Source: an optimization exercise on an open RTL-to-GDS flow (aim: small area, a short achievable clock period and few clock cycles). Production flows keep margins and buffers that such runs may drop.
In this exercise RTL edits were held to simulation tests only and were not proved equivalent to the original.

## flow/design.v

```verilog
module pewter_dec (
    input  wire        clk,
    input  wire        rst,           
    input  wire        start,         
    input  wire [18:0] raw_len,       
    input  wire [31:0] in_data,       
    input  wire        in_valid,
    output wire        in_ready,
    output reg         tok_valid,
    input  wire        tok_ready,
    output reg  [1:0]  tok_kind,      
    output reg  [7:0]  tok_lit,
    output reg  [16:0] tok_len,       
    output reg  [18:0] tok_dist,      
    output reg  [1:0]  tok_err        
);
    localparam NLL  = 289;
    localparam NDS  = 36;
    localparam NTAB = NLL + NDS;
    localparam K_LIT = 2'd0, K_MATCH = 2'd1, K_END = 2'd2, K_ERR = 2'd3;
    localparam E_TABLE = 2'd1, E_SYMBOL = 2'd2, E_LENGTH = 2'd3;
    localparam S_IDLE  = 4'd0,
               S_TNIB  = 4'd1,    
               S_TRUN  = 4'd2,    
               S_CHECK = 4'd3,    
               S_SORT  = 4'd4,    
               S_LSYM  = 4'd5,    
               S_LHIT  = 4'd6,    
               S_LEXT  = 4'd7,    
               S_DSYM  = 4'd8,    
               S_DHIT  = 4'd9,    
               S_DEXT  = 4'd10,   
               S_MCHK  = 4'd11,   
               S_PAD   = 4'd12,   
               S_EMIT  = 4'd13;   
    reg [3:0]  state;
    reg        last_tok;           
    reg [63:0] bitbuf;
    reg [6:0]  bitcnt;
    reg [4:0]  take;               
    assign in_ready = (state != S_IDLE) && (state != S_EMIT || !last_tok) &&
                      (bitcnt <= 7'd32);
    wire       in_fire = in_valid && in_ready;
    reg [3:0]  lens   [0:NTAB-1];
    reg [8:0]  ll_sym [0:NLL-1];
    reg [5:0]  ds_sym [0:NDS-1];
    reg [8:0]  ll_cnt [1:14];
    reg [5:0]  ds_cnt [1:14];
    reg [8:0]  ll_off [1:14];
    reg [5:0]  ds_off [1:14];
    reg [21:0] ll_k;               
    reg [18:0] ds_k;
    reg [8:0]  ll_used;
    reg [5:0]  ds_used;
    reg [8:0]  pos;                
    reg [4:0]  run_left;
    reg [15:0] code;
    reg [15:0] first;
    reg [8:0]  index;
    reg [3:0]  dlen;
    reg [8:0]  hit;                
    reg [4:0]  bucket;
    reg [4:0]  nextra;
    reg [16:0] mlen;
    reg [18:0] mdist;
    reg [18:0] rawlen_r;
    reg [18:0] outcnt;             
    integer i;
    wire [3:0] nib      = bitbuf[3:0];
    wire [3:0] cur_len  = lens[pos];
    wire [8:0] pos_ds_w = pos - NLL[8:0];
    wire [5:0] pos_ds   = pos_ds_w[5:0];
    wire [15:0] code_b  = code | {15'd0, bitbuf[0]};
    wire [8:0] cnt_now  = (state == S_DSYM) ? {3'd0, ds_cnt[dlen]} : ll_cnt[dlen];
    wire       code_hit = (code_b - first) < {7'd0, cnt_now};
    wire [8:0] ll_s     = ll_sym[hit];
    wire [5:0] ds_s     = ds_sym[hit[5:0]];
    wire [4:0] ll_b     = ll_s[4:0] - 5'd1;      
    reg [8:0] ll_base [1:14];
    reg [5:0] ds_base [1:14];
    always @(*) begin
        ll_base[1] = 9'd0;
        ds_base[1] = 6'd0;
        for (i = 2; i <= 14; i = i + 1) begin
            ll_base[i] = ll_base[i-1] + ll_cnt[i-1];
            ds_base[i] = ds_base[i-1] + ds_cnt[i-1];
        end
    end
    wire ll_ok = (ll_k == 22'd16384 || (ll_used == 9'd1 && ll_cnt[1] == 9'd1)) &&
                 (lens[256] != 4'd0);
    wire ds_ok = (ds_k == 19'd16384 || (ds_used == 6'd1 && ds_cnt[1] == 6'd1) ||
                  ds_used == 6'd0);
    function [17:0] bucket_val;
        input [5:0]  b;
        input [15:0] e;
        reg   [4:0]  k;
        begin
            if (b < 6'd4)
                bucket_val = {12'd0, b};
            else begin
                k = b[5:1];
                bucket_val = (18'd1 << k) + ({17'd0, b[0]} << (k - 5'd1)) + {2'd0, e};
            end
        end
    endfunction
    wire [15:0] extra_mask = (16'd1 << nextra) - 16'd1;
    wire [15:0] extra_bits = bitbuf[15:0] & extra_mask;
    wire [2:0]  pad_n      = bitcnt[2:0];
    wire [7:0]  pad_mask   = (8'd1 << pad_n) - 8'd1;
    wire [63:0] buf_used = bitbuf >> take;
    wire [6:0]  cnt_used = bitcnt - {2'd0, take};
    always @(posedge clk) begin
        if (rst || (state == S_IDLE && start)) begin
            bitbuf <= 64'd0;
            bitcnt <= 7'd0;
        end else if (in_fire) begin
            bitbuf <= buf_used | ({32'd0, in_data} << cnt_used);
            bitcnt <= cnt_used + 7'd32;
        end else begin
            bitbuf <= buf_used;
            bitcnt <= cnt_used;
        end
    end
    task emit;
        input [1:0] kind;
        input [1:0] err;
        input       last;
        begin
            tok_kind  <= kind;
            tok_err   <= err;
            tok_valid <= 1'b1;
            last_tok  <= last;
            state     <= S_EMIT;
        end
    endtask
    always @(*) begin
        take = 5'd0;
        case (state)
            S_TNIB: if (pos != NTAB[8:0]) begin
                        if (nib != 4'd15 && bitcnt >= 7'd4) take = 5'd4;
                        else if (nib == 4'd15 && bitcnt >= 7'd8) take = 5'd8;
                    end
            S_LSYM, S_DSYM: if (bitcnt != 7'd0) take = 5'd1;
            S_LEXT, S_DEXT: if (bitcnt >= {2'd0, nextra}) take = nextra;
            default: take = 5'd0;
        endcase
    end
    always @(posedge clk) begin
        if (rst) begin
            state     <= S_IDLE;
            tok_valid <= 1'b0;
            last_tok  <= 1'b0;
        end else begin
            case (state)
            S_IDLE: if (start) begin
                rawlen_r <= raw_len;
                outcnt   <= 19'd0;
                pos      <= 9'd0;
                ll_k     <= 22'd0;
                ds_k     <= 19'd0;
                ll_used  <= 9'd0;
                ds_used  <= 6'd0;
                for (i = 1; i <= 14; i = i + 1) begin
                    ll_cnt[i] <= 9'd0;
                    ds_cnt[i] <= 6'd0;
                end
                state <= S_TNIB;
            end
            S_TNIB: begin
                if (pos == NTAB[8:0]) begin
                    state <= S_CHECK;
                end else if (take == 5'd4) begin
                    lens[pos] <= nib;
                    pos <= pos + 9'd1;
                    if (nib != 4'd0) begin
                        if (pos < NLL[8:0]) begin
                            ll_cnt[nib] <= ll_cnt[nib] + 9'd1;
                            ll_k        <= ll_k + (22'd1 << (5'd14 - {1'b0, nib}));
                            ll_used     <= ll_used + 9'd1;
                        end else begin
                            ds_cnt[nib] <= ds_cnt[nib] + 6'd1;
                            ds_k        <= ds_k + (19'd1 << (5'd14 - {1'b0, nib}));
                            ds_used     <= ds_used + 6'd1;
                        end
                    end
                end else if (take == 5'd8) begin
                    if ({1'b0, pos} + {6'd0, bitbuf[7:4]} + 10'd2 > NTAB[9:0])
                        emit(K_ERR, E_TABLE, 1'b1);
                    else begin
                        run_left <= {1'b0, bitbuf[7:4]} + 5'd2;
                        state    <= S_TRUN;
                    end
                end
            end
            S_TRUN: begin
                lens[pos] <= 4'd0;
                pos       <= pos + 9'd1;
                run_left  <= run_left - 5'd1;
                if (run_left == 5'd1)
                    state <= S_TNIB;
            end
            S_CHECK: begin
                if (!ll_ok || !ds_ok)
                    emit(K_ERR, E_TABLE, 1'b1);
                else begin
                    for (i = 1; i <= 14; i = i + 1) begin
                        ll_off[i] <= ll_base[i];
                        ds_off[i] <= ds_base[i];
                    end
                    pos   <= 9'd0;
                    state <= S_SORT;
                end
            end
            S_SORT: begin
                if (cur_len != 4'd0) begin
                    if (pos < NLL[8:0]) begin
                        ll_sym[ll_off[cur_len]] <= pos;
                        ll_off[cur_len] <= ll_off[cur_len] + 9'd1;
                    end else begin
                        ds_sym[ds_off[cur_len]] <= pos_ds;
                        ds_off[cur_len] <= ds_off[cur_len] + 6'd1;
                    end
                end
                pos <= pos + 9'd1;
                if (pos == NTAB[8:0] - 9'd1) begin
                    code  <= 16'd0;
                    first <= 16'd0;
                    index <= 9'd0;
                    dlen  <= 4'd1;
                    state <= S_LSYM;
                end
            end
            S_LSYM, S_DSYM: if (take == 5'd1) begin
                if (code_hit) begin
                    hit   <= index + (code_b[8:0] - first[8:0]);
                    state <= (state == S_LSYM) ? S_LHIT : S_DHIT;
                end else if (dlen == 4'd14) begin
                    emit(K_ERR, E_SYMBOL, 1'b1);
                end else begin
                    index <= index + cnt_now;
                    first <= (first + {7'd0, cnt_now}) << 1;
                    code  <= code_b << 1;
                    dlen  <= dlen + 4'd1;
                end
            end
            S_LHIT: begin
                code  <= 16'd0;
                first <= 16'd0;
                index <= 9'd0;
                dlen  <= 4'd1;
                if (ll_s < 9'd256) begin
                    if (outcnt == rawlen_r)
                        emit(K_ERR, E_LENGTH, 1'b1);
                    else begin
                        tok_lit <= ll_s[7:0];
                        outcnt  <= outcnt + 19'd1;
                        emit(K_LIT, 2'd0, 1'b0);
                    end
                end else if (ll_s == 9'd256) begin
                    if (outcnt != rawlen_r)
                        emit(K_ERR, E_LENGTH, 1'b1);
                    else
                        state <= S_PAD;
                end else begin
                    bucket <= ll_b;
                    if (ll_b < 5'd4) begin
                        mlen  <= {12'd0, ll_b} + 17'd4;
                        state <= S_DSYM;
                    end else begin
                        nextra <= {1'b0, ll_b[4:1]} - 5'd1;
                        state  <= S_LEXT;
                    end
                end
            end
            S_LEXT: if (bitcnt >= {2'd0, nextra}) begin
                mlen  <= bucket_val({1'b0, bucket}, extra_bits) + 17'd4;
                state <= S_DSYM;
            end
            S_DHIT: begin
                if (ds_s < 6'd4) begin
                    mdist <= {13'd0, ds_s} + 19'd1;
                    state <= S_MCHK;
                end else begin
                    nextra <= ds_s[5:1] - 5'd1;
                    state  <= S_DEXT;
                end
            end
            S_DEXT: if (bitcnt >= {2'd0, nextra}) begin
                mdist <= {1'b0, bucket_val(ds_s, extra_bits)} + 19'd1;
                state <= S_MCHK;
            end
            S_MCHK: begin
                code  <= 16'd0;
                first <= 16'd0;
                index <= 9'd0;
                dlen  <= 4'd1;
                if (mdist > outcnt)
                    emit(K_ERR, E_SYMBOL, 1'b1);
                else if ({1'b0, outcnt} + {3'd0, mlen} > {1'b0, rawlen_r})
                    emit(K_ERR, E_LENGTH, 1'b1);
                else begin
                    tok_len  <= mlen;
                    tok_dist <= mdist;
                    outcnt   <= outcnt + {2'd0, mlen};
                    emit(K_MATCH, 2'd0, 1'b0);
                end
            end
            S_PAD: begin
                if ((bitbuf[7:0] & pad_mask) != 8'd0)
                    emit(K_ERR, E_SYMBOL, 1'b1);
                else
                    emit(K_END, 2'd0, 1'b1);
            end
            S_EMIT: if (tok_ready) begin
                tok_valid <= 1'b0;
                state     <= last_tok ? S_IDLE : S_LSYM;
            end
            default: state <= S_IDLE;
            endcase
        end
    end
endmodule
```

## flow/run.sh

```bash
#!/bin/bash
# synth_recipe.tcl (not shown) runs the flow's synth.tcl, then flattens the netlist and writes it again
# the make line also repeats each setting of config.mk as NAME=value (left out here)
make -C /OpenROAD-flow-scripts/flow DESIGN_CONFIG=/design/flow/config.mk WORK_HOME=/design/flow/orfs CLKGATE_MAP_FILE= SYNTH_SCRIPT=/design/flow/synth_recipe.tcl finish
```

## flow/config.mk

```make
export PLATFORM = sky130hd
export DESIGN_NAME = pewter_dec
export DESIGN_NICKNAME = pewter_dec
export VERILOG_FILES = /design/flow/design.v
export SDC_FILE = /design/flow/constraint.sdc
export NUM_CORES = 4
export LEC_CHECK = 0
export CAP_MARGIN = 20
export CORE_MARGIN = 2
export CORE_UTILIZATION = 30
export SLEW_MARGIN = 20
```

## flow/constraint.sdc

```tcl
create_clock -name core_clock -period 12.0 [get_ports {clk}]
set_input_delay 2.4000 -clock core_clock [delete_from_list [all_inputs] [get_ports {clk}]]
set_output_delay 2.4000 -clock core_clock [all_outputs]
set_load 0.01 [all_outputs]
```

==> results.txt <==
[logic make-up after synthesis]
| group | synth area share (%) |
|---|---|
| adders and majority gates | 3.01 |
| buffers and inverters | 2.27 |
| AOI/OAI and AO/OA | 4.20 |
| xor gates and xnor gates | 1.58 |
| other | 0.00171 |
| and+or+nand+nor | 5.85 |
| muxes | 16.1 |
| DFF | 67.0 |
[critical path: cells and delay by family (launching register included)]
family | cells | cell delay [ps]
DFF | 1 | 460
adders and majority gates | 13 | 4930
xor gates and xnor gates | 9 | 1870
AOI/OAI and AO/OA | 8 | 1400
buffers and inverters | 5 | 350
[worst paths after layout]
check / startpoint / cells past startpoint / slack [ps] / endpoint
max: ll_cnt[1][0] / 35 / 2640 / ll_off[14][8]
min reg2reg: tok_valid / 2 / 470 / tok_valid
max reg2reg: ll_cnt[1][0] / 35 / 2640 / ll_off[14][8]
min: tok_valid / 2 / 470 / tok_valid
[per-layer routing]
layer | track usage, % | up-vias | share of wire, % | wire length, um
met5 | 0 | - | 0.0080 | 48
met2 | 24.8 | 5249 | 46 | 277000
met1 | 22.1 | 63500 | 43 | 254000
li1 | - | 52000 | - | -
met4 | 4.29 | 6 | 3.0 | 18100
met3 | 2.66 | 902 | 8.0 | 47800
[final cells by class]
class | instances | area [um2] | area share [%]
clock inverter | 291 | 2770 | 1.11
clock buffer | 655 | 14100 | 5.65
tap | 9638 | 12100 | 4.84
sequential | 4935 | 147000 | 59.0
antenna | 10 | 25.0 | 0.0100
timing repair buffer | 376 | 3390 | 1.36
inverter | 427 | 1600 | 0.643
multi-input combinational | 7078 | 68200 | 27.3
[metrics by stage]
step | hold slack (ps) | cell area (um2)
after detailed placement | 459 | 232000
after CTS | 470 | 249000
final | 466 | 249000
after global placement | 455 | 232000
after floorplan | 426 | 220000
after global routing | 477 | 249000
[sequential cells by signal, summed over array words and instances, names as in the netlist, 22 cells and up, named ones only]
| name | flops |
|---|---|
| bitbuf | 64 |
| ds_cnt | 96 |
| ds_off | 90 |
| ds_sym | 216 |
| lens | 1300 |
| ll_cnt | 144 |
| ll_k | 22 |
| ll_off | 135 |
| ll_sym | 2601 |
[cell usage after synthesis, types with 22 or more instances]
| cell | instances | area (um2) |
|---|---|---|
| a211oi_1 | 32 | 240 |
| a21boi_0 | 23 | 173 |
| a21o_1 | 120 | 901 |
| a21oi_1 | 379 | 1900 |
| a221oi_1 | 26 | 228 |
| a22o_1 | 33 | 289 |
| a22oi_1 | 126 | 946 |
| a31oi_1 | 57 | 357 |
| and2_1 | 88 | 551 |
| and3_1 | 56 | 350 |
| buf_1 | 136 | 510 |
| buf_2 | 98 | 490 |
| buf_4 | 44 | 330 |
| clkbuf_1 | 418 | 1570 |
| dfxtp_1 | 99 | 1980 |
| edfxtp_1 | 4836 | 145000 |
| fa_1 | 74 | 1480 |
| ha_1 | 410 | 5130 |
| inv_1 | 422 | 1580 |
| mux2_2 | 58 | 653 |
| mux2i_1 | 488 | 4880 |
| mux4_1 | 40 | 1050 |
| mux4_2 | 1276 | 28700 |
| nand2_1 | 742 | 2790 |
| nand2b_1 | 45 | 282 |
| nand3_1 | 204 | 1020 |
| nand4_1 | 50 | 313 |
| nor2_1 | 1328 | 4980 |
| nor2b_1 | 83 | 519 |
| nor3_1 | 135 | 676 |
| nor4_1 | 37 | 231 |
| o211ai_1 | 22 | 165 |
| o21a_1 | 43 | 323 |
| o21ai_0 | 236 | 1180 |
| o21ai_1 | 26 | 130 |
| o21bai_1 | 83 | 623 |
| o22ai_1 | 29 | 181 |
| or3_1 | 28 | 175 |
| xnor2_1 | 265 | 2320 |
| xor2_1 | 110 | 963 |
==> flow_summary_export.csv <==
group,metric,value,unit
timing,hold_violations,0,
yosys,synth_edf_count,4836,
route,vias,122000,
timing,maxSlewViolCount,0,
yosys,yosys_warnings,5,
place,place_inst,22500,
place,portBuffers,105,
timing,finalSetupViolCount,0,
critical_path,start_kind,"flop",
yosys,ys.flop_type,"edfxtp_1",
global_route,grt_pass1_vias,120000,
route,wl,598000,um
global_route,overflow,0,
clocking,cts_buffers,527,
cells_and_area,instances_no_fill,23400,
cells_and_area,utilization,34.1,%
place,dp_hpwl,392000,um
clocking,cts_tree,"yes",
clocking,htree_levels,6,
clocking,clk_pin_slew,60,ps
route,first_iter_violations,15100,
timing,worstMarginPinSlew,1190,ps
cells_and_area,layout_commonest_cell,"edfxtp_1",
floorplanning,fp.dieH,860,um
global_route,grt_use_total,15.6,%
floorplanning,start_util,30.1,%
timing,slew_headroom,18.9,%
floorplanning,fp.dieArea,739000,um2
global_route,antenna_found_initial,30,
critical_path,crit_top_cell,"ha_1",
critical_path,cp.required,12680,ps
clocking,cts_root_buffer,"clkbuf_16",
yosys,avgSynthCellArea,16.7,um2
cells_and_area,syn_to_final_growth,13.5,%
floorplanning,die_w,860,um
floorplanning,row_count,314,
yosys,ys_types,120,
critical_path,crit_slowest_cell,"fa_1",
route,drtAntennaViolNets,0,
clocking,numClockSinks,4935,
critical_path,worst-path-max-fanout,5,
timing,clock_skew,139,ps
timing,fin_crit_sh,78.0,%
job,cap_viol_max_count,0,
route,dr.pass1.iters,7,
place,globalplace.congestion,0.931,
clocking,cts_resized,0,
timing,period_minus_slack,9360,ps
timing,layout_setup_ws,2640,ps
floorplanning,io_pins,106,
yosys,postSynthCellCount,13100,
route,drc,0,
clocking,post_cts_buffers,0,
critical_path,worstSetupPathType,"flop to flop",
min_path,holdCritPathClass,"flop to flop",
yosys,synth-seq-cells,4935,
yosys,async_flop_share,0,%
timing,max_freq,0.107,GHz
critical_path,crit_path_max_incr_delay,600,ps
global_route,grt_max_degree,229,
cells_and_area,num-fill-cells,69000,
critical_path,endpoint_kind,"flop",
global_route,grt_pass1_wl,864000,um
clocking,clk_path_buf_depth,4,
timing,rsz0062_at_grt,"false",
critical_path,critPathArrivalTime,10040,ps
cells_and_area,nNetsFinal,13900,
route,viasPerCell,5.20,
route,wl_per_cell,25.5,um
yosys,yosysSeqAreaShare,67.0,%
cells_and_area,drive_gt1_share,18.3,%
place,pre_cts_slack,2770,ps
yosys,syn-cell-area,220000,um2
clocking,cts-hold-fix-buffers,0,
cells_and_area,final_cell_mix,"4836 x edfxtp_1, 1315 x nor2_1, 1276 x mux4_2, 734 x nand2_1, 543 x clkbuf_16",
floorplanning,coreArea,730000,um2
timing,fin_tns_setup,0,ps
run_status,status,"finished clean",
clocking,clock_latency,1100,ps
Testbench counts, summed over its fixed seeds: cycles 356,608.

==> what the ideal ports hide <==
The flow's constraints put no driver on any port. The routed layout listed below was extracted and timed again, unchanged, in two steps. Step 1 (the two cells are an assumption about what drives the block):
set clk [get_ports {clk}]
set_driving_cell -lib_cell sky130_fd_sc_hd__clkbuf_16 $clk
set_driving_cell -lib_cell sky130_fd_sc_hd__buf_2 [delete_from_list [all_inputs] $clk]
Step 2 also shifts input and output timing later by t, the mid clock arrival at the registers, as if the neighbouring blocks saw the same clock. Slacks: ideal ports / drivers / drivers and shift; pairs: ideal ports / drivers.
t, ns: 1.171
slack for setup (ns): 2.642 / 2.642 / 2.642
latest minus earliest clock arrival (ns): 0.144 / 0.143
After both steps setup and hold are still met in this run. The setup slack of this run moves by 0.000 ns with the drivers and by 0.000 ns with both steps.
